This is an optimization exercise on Yosys and OpenROAD, whose aim is small area, a short achievable clock period and few clock cycles, not a production implementation. In this exercise RTL edits were held to simulation tests only and were not proved equivalent to the original.

## flow/design.v (module list and top-level ports; edited modules follow where they fit)
// module arc_detector: 1584 lines
module arc_detector (
    input  wire        clk,
    input  wire        rst,         
    input  wire [14:0] depth,       
    input  wire [14:0] alpha,       
    input  wire [14:0] floor_q,     
    input  wire [5:0]  confirm,     
    input  wire [15:0] holdoff,     
    input  wire [7:0]  limit,       
    input  wire [15:0] learn,       
    input  wire        latch_in,    
    input  wire        s_valid,
    input  wire [15:0] s_data,      
    input  wire        s_clr,       
    output wire        s_ready,
    output reg         r_valid,
    output reg         r_evt,       
    output reg         r_inh,       
    output reg         r_latch,     
    output reg  [31:0] r_arcs       
);
  // ...
==> flow/flow/run.sh <==
#!/bin/bash
# The standard layout, with timing repair asked to leave setup slack so that
# the design runs well below the fixed clock period.
set -euo pipefail
bash standard.sh SETUP_SLACK_MARGIN=9 finish > standard.log 2>&1
==> flow/standard.sh <==
#!/bin/bash
# synth_recipe.tcl (not shown) runs the flow's synth.tcl, then flattens the netlist and writes it again
# the make line also repeats each setting of config.mk as NAME=value (left out here)
make -C /OpenROAD-flow-scripts/flow DESIGN_CONFIG=/design/flow/config.mk WORK_HOME=/design/flow/orfs CLKGATE_MAP_FILE= SYNTH_SCRIPT=/design/flow/synth_recipe.tcl "${@:-finish}"
==> flow/config.mk <==
export PLATFORM = sky130hd
export DESIGN_NAME = arc_detector
export DESIGN_NICKNAME = arc_detector
export VERILOG_FILES = /design/flow/design.v
export SDC_FILE = /design/flow/constraint.sdc
export NUM_CORES = 4
export LEC_CHECK = 0
export CAP_MARGIN = 20
export CORE_MARGIN = 2
export CORE_UTILIZATION = 55
export SLEW_MARGIN = 20
==> flow/constraint.sdc <==
create_clock -name core_clock -period 14.0 [get_ports {clk}]
set_input_delay 2.8000 -clock core_clock [delete_from_list [all_inputs] [get_ports {clk}]]
set_output_delay 2.8000 -clock core_clock [all_outputs]
set_load 0.01 [all_outputs]
==> impl_metrics.csv, run 1 <==
group,metric,value,unit
outcome,status,"timing/DRC/antenna clean",
min_path,worstHoldStart,"ca",
placement,preCtsSetupSlack,7.46,ns
critical_path,worstSetupStartpoint,"b[28]",
synth,syn_area,23000,um2
clock_tree,cts.path.max_buffers,2,
clock_tree,ctsResizeCount,391,
synth,synth.distinct_cells,77,
clock_tree,cts_sinks,179,
die,start_util,0.560,
timing,finalMaxSlewViolations,0,
synth,ys_top_cells_by_count,"358 x inv_1, 233 x fa_1, 222 x a22oi_1",
detailed_routing,ant_nets,0,
finish,areaGrowthSynthToFinish,28.4,%
finish,clkbuf_count,18,
die,num_io_pins,149,
finish,signal_buffers,387,
finish,finalNonFillerCells,3438,
timing,fin_crit,5.56,ns
timing,whs,0.423,ns
placement,place_area,24900,um2
timing,fmax,180,MHz
critical_path,cp_max_fo,7,
finish,largest_reg_flops,32,
clock_tree,cts-root-buf,"clkbuf_16",
critical_path,cpMaxStageDelayCell,"fa_1",
finish,seq_share,0.142,
placement,place.port_buffers,148,
synth,synth_nets,3187,
timing,skew,0.0161,ns
critical_path,path_common_cell,"fa_1",
synth,synthAdderAreaFrac,0.306,
clock_tree,cts.htree.levels,4,
critical_path,critical_path_arrival,6.00,ns
Testbench counts, summed over its fixed seeds: cycles 192,024.
==> run 2, diff against run 1 <==
--- a/flow/design.v
+++ b/flow/design.v
@@ -1510,56 +1510,102 @@
     wire detect = above_floor & below;
     wire c_one = (c == 16'd1);
     wire [15:0] c_dec = c - 16'd1;
     wire arc = ~m_hold & ~m_learn & detect & c_one;
     wire upd = ~m_hold & (m_learn | ~detect);
     assign dq_next = (xv & upd) ? dq_upd : dq_frz;
     wire [31:0] arcs_inc = r_arcs + 32'd1;
     wire poll_end = (poll == POLL_LAST);
-    reg        n_inh, n_latch, n_hold_mode, n_learn_mode;
-    reg [31:0] n_arcs;
-    reg [15:0] n_c;
+    reg        n_inh0, n_latch0, n_hold_mode0, n_learn_mode0;
+    reg [31:0] n_arcs0;
+    reg [15:0] n_c0;
     always @(*) begin
-        n_inh        = r_inh;
-        n_latch      = r_latch;
-        n_arcs       = r_arcs;
-        n_hold_mode  = m_hold;
-        n_learn_mode = m_learn;
-        n_c          = c_dec;
+        n_inh0        = r_inh;
+        n_latch0      = r_latch;
+        n_arcs0       = r_arcs;
+        n_hold_mode0  = m_hold;
+        n_learn_mode0 = m_learn;
+        n_c0          = c_dec;
         if (m_hold) begin
             if (c_one) begin
-                n_hold_mode = 1'b0;
-                n_c = {10'd0, confirm};
-                if (!r_latch) n_inh = 1'b0;
+                n_hold_mode0 = 1'b0;
+                n_c0 = {10'd0, confirm};
+                if (!r_latch) n_inh0 = 1'b0;
             end
         end else if (m_learn) begin
             if (c_one) begin
-                n_learn_mode = 1'b0;
-                n_c = {10'd0, confirm};
+                n_learn_mode0 = 1'b0;
+                n_c0 = {10'd0, confirm};
             end
-        end else if (detect) begin
+        end else if (1'b0) begin
             if (c_one) begin
-                n_inh  = 1'b1;
-                n_arcs = arcs_inc;
-                n_hold_mode = 1'b1;
-                n_c = holdoff;
+                n_inh0  = 1'b1;
+                n_arcs0 = arcs_inc;
+                n_hold_mode0 = 1'b1;
+                n_c0 = holdoff;
                 if (arcs_inc >= {24'd0, limit})
-                    n_latch = 1'b1;
+                    n_latch0 = 1'b1;
             end
         end else begin
-            n_c = {10'd0, confirm};
+            n_c0 = {10'd0, confirm};
         end
-        if (poll_end && clr && n_latch) begin
-            n_latch = 1'b0;
-            n_arcs  = 32'd0;
-            if (!n_hold_mode)
-                n_inh = 1'b0;
+        if (poll_end && clr && n_latch0) begin
+            n_latch0 = 1'b0;
+            n_arcs0  = 32'd0;
+            if (!n_hold_mode0)
+                n_inh0 = 1'b0;
         end
     end
+    reg        n_inh1, n_latch1, n_hold_mode1, n_learn_mode1;
+    reg [31:0] n_arcs1;
+    reg [15:0] n_c1;
+    always @(*) begin
+        n_inh1        = r_inh;
+        n_latch1      = r_latch;
+        n_arcs1       = r_arcs;
+        n_hold_mode1  = m_hold;
+        n_learn_mode1 = m_learn;
+        n_c1          = c_dec;
+        if (m_hold) begin
+            if (c_one) begin
+                n_hold_mode1 = 1'b0;
+                n_c1 = {10'd0, confirm};
+                if (!r_latch) n_inh1 = 1'b0;
+            end
+        end else if (m_learn) begin
+            if (c_one) begin
+                n_learn_mode1 = 1'b0;
+                n_c1 = {10'd0, confirm};
+            end
+        end else if (1'b1) begin
+            if (c_one) begin
+                n_inh1  = 1'b1;
+                n_arcs1 = arcs_inc;
+                n_hold_mode1 = 1'b1;
+                n_c1 = holdoff;
+                if (arcs_inc >= {24'd0, limit})
+                    n_latch1 = 1'b1;
+            end
+        end else begin
+            n_c1 = {10'd0, confirm};
+        end
+        if (poll_end && clr && n_latch1) begin
+            n_latch1 = 1'b0;
+            n_arcs1  = 32'd0;
+            if (!n_hold_mode1)
+                n_inh1 = 1'b0;
+        end
+    end
+    wire        n_inh        = detect ? n_inh1        : n_inh0;
+    wire        n_latch      = detect ? n_latch1      : n_latch0;
+    wire        n_hold_mode  = detect ? n_hold_mode1  : n_hold_mode0;
+    wire        n_learn_mode = detect ? n_learn_mode1 : n_learn_mode0;
+    wire [31:0] n_arcs       = detect ? n_arcs1       : n_arcs0;
+    wire [15:0] n_c          = detect ? n_c1          : n_c0;
     always @(posedge clk) begin
         if (rst) begin
             b       <= 31'sd0;
             c       <= (learn != 16'd0) ? learn : {10'd0, confirm};
             m_hold  <= 1'b0;
             m_learn <= (learn != 16'd0);
             poll    <= 11'd0;
             r_valid <= 1'b0;
==> flow/flow/run.sh (replaced) <==
#!/bin/bash
# The standard layout, with timing repair asked to leave setup slack so that
# the design runs well below the fixed clock period.
set -euo pipefail
bash standard.sh SETUP_SLACK_MARGIN=7 finish > standard.log 2>&1
==> impl_metrics.csv, run 2 <==
group,metric,value,unit
die,die_h,209,um
synth,ys_top_cells_by_count,"381 x inv_1, 233 x fa_1, 231 x a22oi_1",
finish,n_antenna_cell,0,
critical_path,path_common_cell,"fa_1",
finish,fillers,3711,
clock_tree,clk_latency,0.50,ns
finish,utilization,0.613,
critical_path,required,14.38,ns
die,die-area,43600,um2
global_routing,grt_max_degree,54,
finish,regMostFlops,"r_arcs",
timing,layout_setup_ws,7.32,ns
detailed_routing,firstDrtPassIters,5,
critical_path,critPathTopFamily,"adder cells",
finish,top_regs,"r_arcs x32, b x31",
synth,synth-edff-count,37,
run,cap_violations,0,
global_routing,grt_pass1_wl,111000,um
clock_tree,numCtsBuffers,17,
timing,max_slew_margin,0.404,
critical_path,worstSetupEndpointType,"flip-flop",
critical_path,cpMaxStageDelayCell,"dfxtp_1",
timing,skew,0.0153,ns
synth,ys_seq_elements,179,
die,die_x,209,um
critical_path,path_class,"flip-flop to flip-flop",
finish,largest_reg_flops,32,
die,row_count,75,
placement,place.port_buffers,148,
finish,layout.nets,3227,
timing,post-route-period-util,0.477,
timing,setup_viol,0,
synth,avgSynthCellArea,8.69,um2
global_routing,grt_pass1_vias,19600,
critical_path,cp_max_fo,16,
clock_tree,tritoncts,"yes",
clock_tree,clk_pin_slew_worst_paths,0.08,ns
critical_path,critical_path_arrival,7.07,ns
synth,synth.most_common_cell,"inv_1",
critical_path,critical_path.max_stage_delay,0.83,ns
critical_path,cp_cell_sequence,"a22oi_1 -> xor2_1 -> fa_1 -> fa_1 -> inv_1 -> fa_1 -> fa_1 -> fa_1 -> inv_1 -> ha_1 -> nand4_1 -> or2_2 -> o221ai_1 -> a211oi_1 -> o21bai_1 -> a31oi_2 -> o31ai_2 -> xor2_1 -> a221o_1",
finish,areaGrowthSynthToFinish,10.6,%
detailed_routing,routed_via_density,6.03,
synth,synth_nets,3191,
timing,finalMaxSlewViolations,0,
synth,syn_area,23100,um2
timing,hold_viol_final,0,
synth,synth_warnings,1,
min_path,hold_class,"flip-flop to flip-flop",
die,coreArea,41700,um2
detailed_routing,ant_nets,0,
synth,ys_top_cells_by_area,"fa_1 20%, dfxtp_1 12%, ha_1 10%",
clock_tree,cts.htree.levels,4,
detailed_routing,num_vias,19600,
synth,synth.distinct_cells,73,
detailed_routing,drt-wirelength-per-cell,21.7,um
global_routing,grt_use_total,0.329,
timing,tightest_slew,0.886,ns
finish,regArea,4000,um2
finish,layout_common_cells,"379 x inv_1, 233 x fa_1, 231 x a22oi_1",
synth,ys.flop_type,"dfxtp_1",
critical_path,path_buf_inv,2,
synth,synth_top_area_frac,0.202,
outcome,status,"timing/DRC/antenna clean",
clock_tree,cts-root-buf,"clkbuf_16",
finish,multiInputGateArea,17100,um2
clock_tree,cts_sinks,179,
die,start_util,0.554,
global_routing,grt_overflow,0,
detailed_routing,routed_wl,70300,um
detailed_routing,drtIter0Drc,1710,
timing,tns,0,ns
critical_path,critPathLaunchType,"flip-flop",
placement,hpwl,52400,um
placement,preCtsSetupSlack,6.10,ns
timing,fmax,150,MHz
clock_tree,cts.path.max_buffers,2,
detailed_routing,route.detailed.drc,0,
finish,final_common_cell,"inv_1",
placement,gp_congestion,0.950,
finish,drive_above_1_share,0.0506,
die,num_io_pins,149,
global_routing,antenna_found_initial,1,
synth,synthArstFlopShare,0,
synth,ys_seq_area_frac,0.171,
synth,netlist_instances,2657,
synth,yosysTopAreaCell,"fa_1",
timing,grt_setup_unrepaired,"true",
timing,fin_crit,6.68,ns
-- run 2: final timing paths --
path         startpoint  endpoint  slack [ns]  depth (start not counted)
min reg2reg          ca       clr        0.45                          0
max reg2reg     ba_two6    dq[14]        7.32                         19
max             ba_two6    dq[14]        7.32                         19
min                  ca       clr        0.45                          0
-- run 2: area by class of cell --
cell class | instances | area share
inverter | 385 | 0.0569
timing repair buffer | 188 | 0.0696
tap | 539 | 0.0264
clock buffer | 19 | 0.0173
multi-input combinational | 1922 | 0.669
sequential | 179 | 0.156
clock inverter | 13 | 0.00475
-- run 2: cell families (layout without fill, tap and decap cells) --
kind of cell | Yosys count | in the layout | synth area share
AOI/OAI and AO/OA | 630 | 630 | 0.188
DFF | 179 | 179 | 0.171
buffers and inverters | 557 | 605 | 0.0912
xor gates and xnor gates | 338 | 338 | 0.128
muxes | 11 | 11 | 0.00493
and+or+nand+nor | 520 | 521 | 0.112
adders and majority gates | 422 | 422 | 0.304
-- run 2: routing by layer --
metal  up-vias  share of wire  GRT usage  wire length [um]
li1       9118              -          -                 -
met1      9482           0.44      0.460             30900
met2       879           0.44      0.502             30900
met3        97           0.10     0.0891              7180
met4         2          0.019     0.0874              1340
met5         -        0.00016          0                11
-- run 2: what timing repair did --
item	4_1_cts	5_1_grt
buffers inserted	5	1
cloned	1	0
pin swaps	1	2
gates resized for setup	13	26
endpoints found under the setup margin	25	68
hold buffers	0	0
-- run 2: through the flow --
step	instances	hold WS, ns	instance area, um2
6_report	3245	0.453	25600
5_1_grt	3245	0.456	25600
4_1_cts	3244	0.442	25500
3_5_place_dp	3206	0.424	24900
3_3_place_gp	3206	0.405	24900
2_1_floorplan	2657	0.400	23100
Testbench counts of run 2, summed over its fixed seeds: cycles 192,024.
==> run 3, diff against run 2 <==
==> flow/flow/run.sh (replaced) <==
#!/bin/bash
# The standard layout, with timing repair asked to leave setup slack so that
# the design runs well below the fixed clock period.
set -euo pipefail
bash standard.sh SETUP_SLACK_MARGIN=8 finish > standard.log 2>&1
==> impl_metrics.csv, run 3 <==
group,metric,value,unit
critical_path,timing.rr.end,"dq[14]",
global_routing,grt_pass1_wl,112000,um
min_path,worstHoldStart,"ca",
finish,regArea,4140,um2
timing,tns,0,ns
timing,layout_setup_ws,8.14,ns
critical_path,cp_max_fo,15,
synth,synth-edff-count,37,
synth,synth.area.mux_share,0.00493,
finish,drive_above_1_share,0.0915,
outcome,status,"timing/DRC/antenna clean",
run,cap_violations,0,
placement,hpwl,51800,um
synth,ys.flop_type,"dfxtp_1",
critical_path,r2r_cells,20,
detailed_routing,num_vias,20000,
synth,netlist_instances,2657,
finish,final_common_cell,"inv_1",
global_routing,use_met1,0.472,
detailed_routing,drt-wirelength-per-cell,21.5,um
synth,synthAdderAreaFrac,0.304,
finish,fillers,3652,
timing,skew,0.0138,ns
clock_tree,cts_sinks,179,
clock_tree,numCtsBuffers,17,
critical_path,required,14.37,ns
global_routing,grt_overflow,0,
clock_tree,cts-root-buf,"clkbuf_16",
synth,ys_seq_area_frac,0.171,
critical_path,worstSetupEndpointType,"flip-flop",
critical_path,critical_path_arrival,6.24,ns
die,die_h,209,um
clock_tree,clk_latency,0.49,ns
clock_tree,clk_pin_slew_worst_paths,0.08,ns
detailed_routing,firstDrtPassIters,5,
critical_path,path_class,"flip-flop to flip-flop",
synth,synth.distinct_cells,73,
finish,layout.nets,3276,
finish,utilization,0.638,
clock_tree,cts.path.max_buffers,2,
critical_path,critPathLaunchType,"flip-flop",
critical_path,critical_path.max_stage_delay,0.63,ns
critical_path,path_buf_inv,3,
placement,post-place-cells,3204,
placement,place.port_buffers,148,
timing,finalMaxSlewViolations,0,
placement,preCtsSetupSlack,6.19,ns
timing,fin_crit,5.86,ns
synth,ys_top_cells_by_area,"fa_1 20%, dfxtp_1 12%, ha_1 10%",
die,die-area,43600,um2
synth,synth_top_area_frac,0.202,
die,die_x,209,um
finish,largest_reg_flops,32,
critical_path,cpMaxStageDelayCell,"fa_2",
detailed_routing,drtIter0Drc,1765,
critical_path,critPathTopFamily,"adder cells",
finish,regMostFlops,"r_arcs",
timing,grt_setup_unrepaired,"false",
synth,synthArstFlopShare,0,
min_path,hold_class,"flip-flop to flip-flop",
global_routing,grt_use_met2,0.498,
finish,layout_common_cells,"378 x inv_1, 224 x fa_1, 221 x a22oi_1",
synth,synth_top_family_by_area,"adder cells",
global_routing,grt_use_total,0.329,
synth,synth_warnings,1,
critical_path,reg2reg_from,"dq[10]",
clock_tree,cts.htree.levels,4,
synth,synth_compound_area_frac,0.188,
synth,syn_area,23100,um2
placement,gp_congestion,0.919,
detailed_routing,ant_nets,0,
synth,synth_nets,3191,
global_routing,use_met3,0.0702,
synth,avgSynthCellArea,8.69,um2
min_path,whs_endpoint,"clr",
die,coreArea,41700,um2
global_routing,grt_busiest_layer,"met2",
finish,finalNonFillerCells,3295,
global_routing,grt_pass1_vias,20100,
synth,synth.most_common_cell,"inv_1",
clock_tree,tritoncts,"yes",
synth,yosysTopAreaCell,"fa_1",
critical_path,cp_cell_sequence,"buf_12 -> a22oi_2 -> xor2_2 -> fa_2 -> fa_1 -> inv_1 -> fa_1 -> inv_1 -> fa_2 -> fa_1 -> ha_4 -> nand4_1 -> or2_4 -> o221ai_4 -> a211oi_4 -> o21bai_4 -> a31oi_4 -> o31ai_4 -> xor2_1 -> a221o_1",
timing,fmax,171,MHz
synth,ys_seq_elements,179,
die,row_count,75,
global_routing,antenna_found_initial,1,
timing,tightest_slew,0.901,ns
timing,hold_viol_final,0,
synth,ys_top_cells_by_count,"381 x inv_1, 233 x fa_1, 231 x a22oi_1",
finish,top_regs,"r_arcs x32, b x31",
synth,synth-simple-area-share,0.112,
min_path,worstHoldPathCells,0,
timing,setup_viol,0,
critical_path,r2r_slack,8.14,ns
detailed_routing,routed_via_density,6.08,
die,start_util,0.554,
detailed_routing,routed_wl,70900,um
detailed_routing,route.detailed.drc,0,
timing,max_slew_margin,0.394,
die,num_io_pins,149,
finish,multiInputGateArea,17400,um2
timing,post-route-period-util,0.419,
clock_tree,cts.hold.buffers_added,0,
synth,synthXorXnorAreaFrac,0.128,
critical_path,path_common_cell,"fa_1",
finish,areaGrowthSynthToFinish,15.1,%
global_routing,grt_max_degree,55,
-- run 3: cell counts after synthesis --
No cell type changed its count.
-- run 3: cell type report --
cell class	count	share of cell area
diodes	1	0.0000942
clock buffers	19	0.0167
clock inverters	13	0.00461
inverters	385	0.0552
multi-input cells	1922	0.654
flip-flops and latches	179	0.156
well taps	539	0.0254
repair buffers	237	0.0884
-- run 3: per-stage QoR --
stage                     hold WS [ns]  instance area (um2)
after floorplan                  0.400                23100
after global placement           0.406                24900
after detailed placement         0.410                24900
after CTS                        0.430                25800
after global routing             0.443                26600
final                            0.426                26600
-- run 3: metal layers --
metal	routed length, um	vias up
met1	31300	9764
met4	1830	0
met2	31000	909
met3	6820	122
li1	-	9237
met5	0	-
-- run 3: worst max path at each step --
| stage | from | endpoint | cells after the start |
|---|---|---|---|
| after global placement | b[27] | r_arcs[20] | 20 |
| final | dq[10] | dq[14] | 20 |
| after detailed placement | bd_neg5 | r_arcs[20] | 20 |
| after floorplan | dq[9] | dq[14] | 21 |
| after global routing | dq[10] | dq[14] | 20 |
| after CTS | dq[10] | dq[14] | 20 |
-- run 3: timing repair --
item	CTS	global route
setup endpoints to repair	96	68
gates cloned	1	0
setup buffers	13	44
hold endpoints to repair	0	0
pin swaps	6	24
resized for setup	110	99
-- run 3: kinds of logic (layout without fill, tap and decap cells) --
family	count (synthesis)	after routing
AO/OA/AOI/OAI	630	630
XOR/XNOR	338	338
adder cells (fa/ha/maj)	422	422
buffers and inverters	557	654
flip-flops	179	179
multiplexers	11	11
other	0	1
AND/OR/NAND/NOR	520	521
==> run 4, diff against run 3 <==
--- a/flow/config.mk
+++ b/flow/config.mk
@@ -8,4 +8,4 @@
 export CAP_MARGIN = 20
 export CORE_MARGIN = 2
-export CORE_UTILIZATION = 55
+export CORE_UTILIZATION = 65
 export SLEW_MARGIN = 20
==> impl_metrics.csv, run 4 <==
group,metric,value,unit
timing,max_slew_margin,0.365,
run,cap_violations,0,
finish,largest_reg_flops,32,
critical_path,cp_max_fo,17,
timing,tns,0,ns
timing,tightest_slew,0.952,ns
placement,preCtsSetupSlack,6.22,ns
detailed_routing,drtIter0Drc,2349,
timing,layout_setup_ws,8.11,ns
finish,fillers,2717,
global_routing,grt_pass1_wl,108000,um
global_routing,grt_max_degree,78,
detailed_routing,drt-wirelength-per-cell,22.1,um
critical_path,path_buf_inv,3,
detailed_routing,num_vias,20500,
placement,place.port_buffers,148,
synth,synth_warnings,1,
clock_tree,cts_sinks,179,
critical_path,worstSetupEndpointType,"flip-flop",
die,num_io_pins,149,
die,start_util,0.654,
synth,netlist_instances,2657,
synth,avgSynthCellArea,8.69,um2
synth,synthArstFlopShare,0,
critical_path,critical_path_arrival,6.23,ns
clock_tree,numCtsBuffers,17,
outcome,status,"timing/DRC/antenna clean",
timing,finalMaxSlewViolations,0,
detailed_routing,ant_nets,0,
synth,synth-edff-count,37,
finish,regMostFlops,"r_arcs",
timing,hold_viol_final,0,
synth,syn_area,23100,um2
die,die_h,192,um
critical_path,critPathLaunchType,"flip-flop",
die,die-area,37100,um2
die,die_x,192,um
global_routing,grt_overflow,0,
global_routing,antenna_found_initial,5,
placement,place_area,24700,um2
finish,drive_above_1_share,0.0809,
synth,synth.most_common_cell,"inv_1",
critical_path,cpMaxStageDelayCell,"fa_1",
finish,regArea,4120,um2
finish,final_common_cell,"inv_1",
synth,synth_top_area_frac,0.202,
clock_tree,clk_pin_slew_worst_paths,0.09,ns
timing,setup_viol,0,
finish,top_regs,"r_arcs x32, b x31",
finish,areaGrowthSynthToFinish,13.3,%
die,row_count,69,
clock_tree,cts.path.max_buffers,2,
critical_path,path_class,"flip-flop to flip-flop",
finish,layout.nets,3252,
detailed_routing,firstDrtPassIters,7,
synth,ys.flop_type,"dfxtp_1",
timing,whs,0.423,ns
timing,fin_crit,5.89,ns
synth,ys_top_cells_by_area,"fa_1 20%, dfxtp_1 12%, ha_1 10%",
synth,ys_seq_elements,179,
detailed_routing,routed_wl,70500,um
synth,ys_seq_area_frac,0.171,
finish,layout_common_cells,"379 x inv_1, 227 x fa_1, 224 x a22oi_1",
finish,design_area,26200,um2
placement,hpwl,50500,um
timing,post-route-period-util,0.421,
synth,yosysTopAreaCell,"fa_1",
timing,skew,0.0218,ns
die,coreArea,35300,um2
critical_path,critical_path.max_stage_delay,0.58,ns
critical_path,cp_cell_sequence,"buf_8 -> a22oi_1 -> xor2_1 -> fa_1 -> fa_1 -> inv_1 -> fa_2 -> fa_1 -> inv_1 -> ha_1 -> ha_2 -> or3_4 -> o32ai_4 -> o221ai_4 -> a211oi_4 -> o21bai_4 -> a31oi_4 -> o31ai_4 -> xor2_1 -> a221o_1",
clock_tree,cts.htree.levels,4,
synth,ys_top_cells_by_count,"381 x inv_1, 233 x fa_1, 231 x a22oi_1",
finish,multiInputGateArea,17400,um2
clock_tree,tritoncts,"yes",
min_path,hold_class,"flip-flop to flip-flop",
synth,synth_nets,3191,
detailed_routing,route.detailed.drc,0,
global_routing,grt_pass1_vias,20000,
detailed_routing,routed_via_density,6.40,
clock_tree,cts-root-buf,"clkbuf_16",
critical_path,required,14.34,ns
clock_tree,clk_latency,0.47,ns
synth,synth.distinct_cells,73,
timing,grt_setup_unrepaired,"true",
critical_path,path_common_cell,"fa_1",
critical_path,critPathTopFamily,"adder cells",
global_routing,grt_use_total,0.378,
placement,gp_congestion,0.936,
timing,fmax,170,MHz
run 4: final cells by class:
| cell class | instances | area share |
|---|---|---|
| tap | 461 | 0.0221 |
| multi-input combinational | 1923 | 0.664 |
| clock inverter | 13 | 0.00550 |
| sequential | 179 | 0.158 |
| timing repair buffer | 212 | 0.0784 |
| clock buffer | 19 | 0.0166 |
| antenna | 3 | 0.000287 |
| inverter | 385 | 0.0559 |
run 4: stage by stage:
step | cells | util
floorplan | 2657 | -
global placement | 3124 | 0.700
detailed placement | 3124 | 0.700
CTS | 3172 | 0.728
global route | 3192 | 0.741
finish | 3195 | 0.741
run 4: per-layer routing:
| metal | routed length, um | up-vias | global-route usage |
|---|---|---|---|
| met5 | 0 | - | 0 |
| met4 | 3000 | 0 | 0.160 |
| met3 | 8200 | 243 | 0.0922 |
| met2 | 30700 | 1231 | 0.567 |
| met1 | 28600 | 9802 | 0.520 |
| li1 | - | 9178 | - |
run 4: cell families (layout without fill, tap and decap cells):
| logic type | after synthesis | after routing | share of synthesized area |
|---|---|---|---|
| AO/OA/AOI/OAI | 630 | 631 | 0.188 |
| flip-flops | 179 | 179 | 0.171 |
| buffers and inverters | 557 | 629 | 0.0912 |
| adder cells (fa/ha/maj) | 422 | 422 | 0.304 |
| multiplexers | 11 | 11 | 0.00493 |
| AND/OR/NAND/NOR | 520 | 521 | 0.112 |
| other | 0 | 3 | 0 |
| XOR/XNOR | 338 | 338 | 0.128 |
run 4: path summary, 6_finish.rpt:
kind               start     end  slack (ns)  depth (start not counted)
setup / recovery  dq[10]  dq[14]        8.11                         20
hold / removal        ca     clr        0.42                          0
setup reg to reg  dq[10]  dq[14]        8.11                         20
hold reg to reg       ca     clr        0.42                          0
run 4: timing repair:
action                                 CTS  global route
cloned                                   1             2
setup endpoints to repair               96            86
hold buffers                             0             0
setup buffers                           15            18
pin swaps                                5            14
resized for setup                      100            79
endpoints found under the hold margin    0             0

[static timing again, ports no longer ideal]
No port has a modelled driver above. Below, the same layouts with a new extraction and two added sets of constraints.
Step 1 assumes that a clkbuf_16 drives the clock port and a buf_2 every other input.
Step 2, shift: input delay + t, output delay - t, t = (earliest + latest rising clock arrival at the registers) / 2. This alone moves slack from input paths to output paths.
a / b / c = ideal ports / drivers / drivers and shift; a / b = the first two.
| run | shift t [ns] | setup WS [ns] | worst data-port slew with drivers (ns) |
|---|---|---|---|
| run 1 | 0.551 | 8.442 / 8.442 / 8.118 | 0.05 |
| run 2 | 0.546 | 7.318 / 7.318 / 7.318 | 0.07 |
| run 3 | 0.541 | 8.138 / 8.138 / 7.911 | 0.07 |
| run 4 | 0.517 | 8.113 / 8.092 / 7.958 | 0.07 |
After both steps setup and hold are still met in every run listed. The setup slack of run 1, which loses most, moves by 0.000 ns with the drivers and by -0.324 ns with both steps.
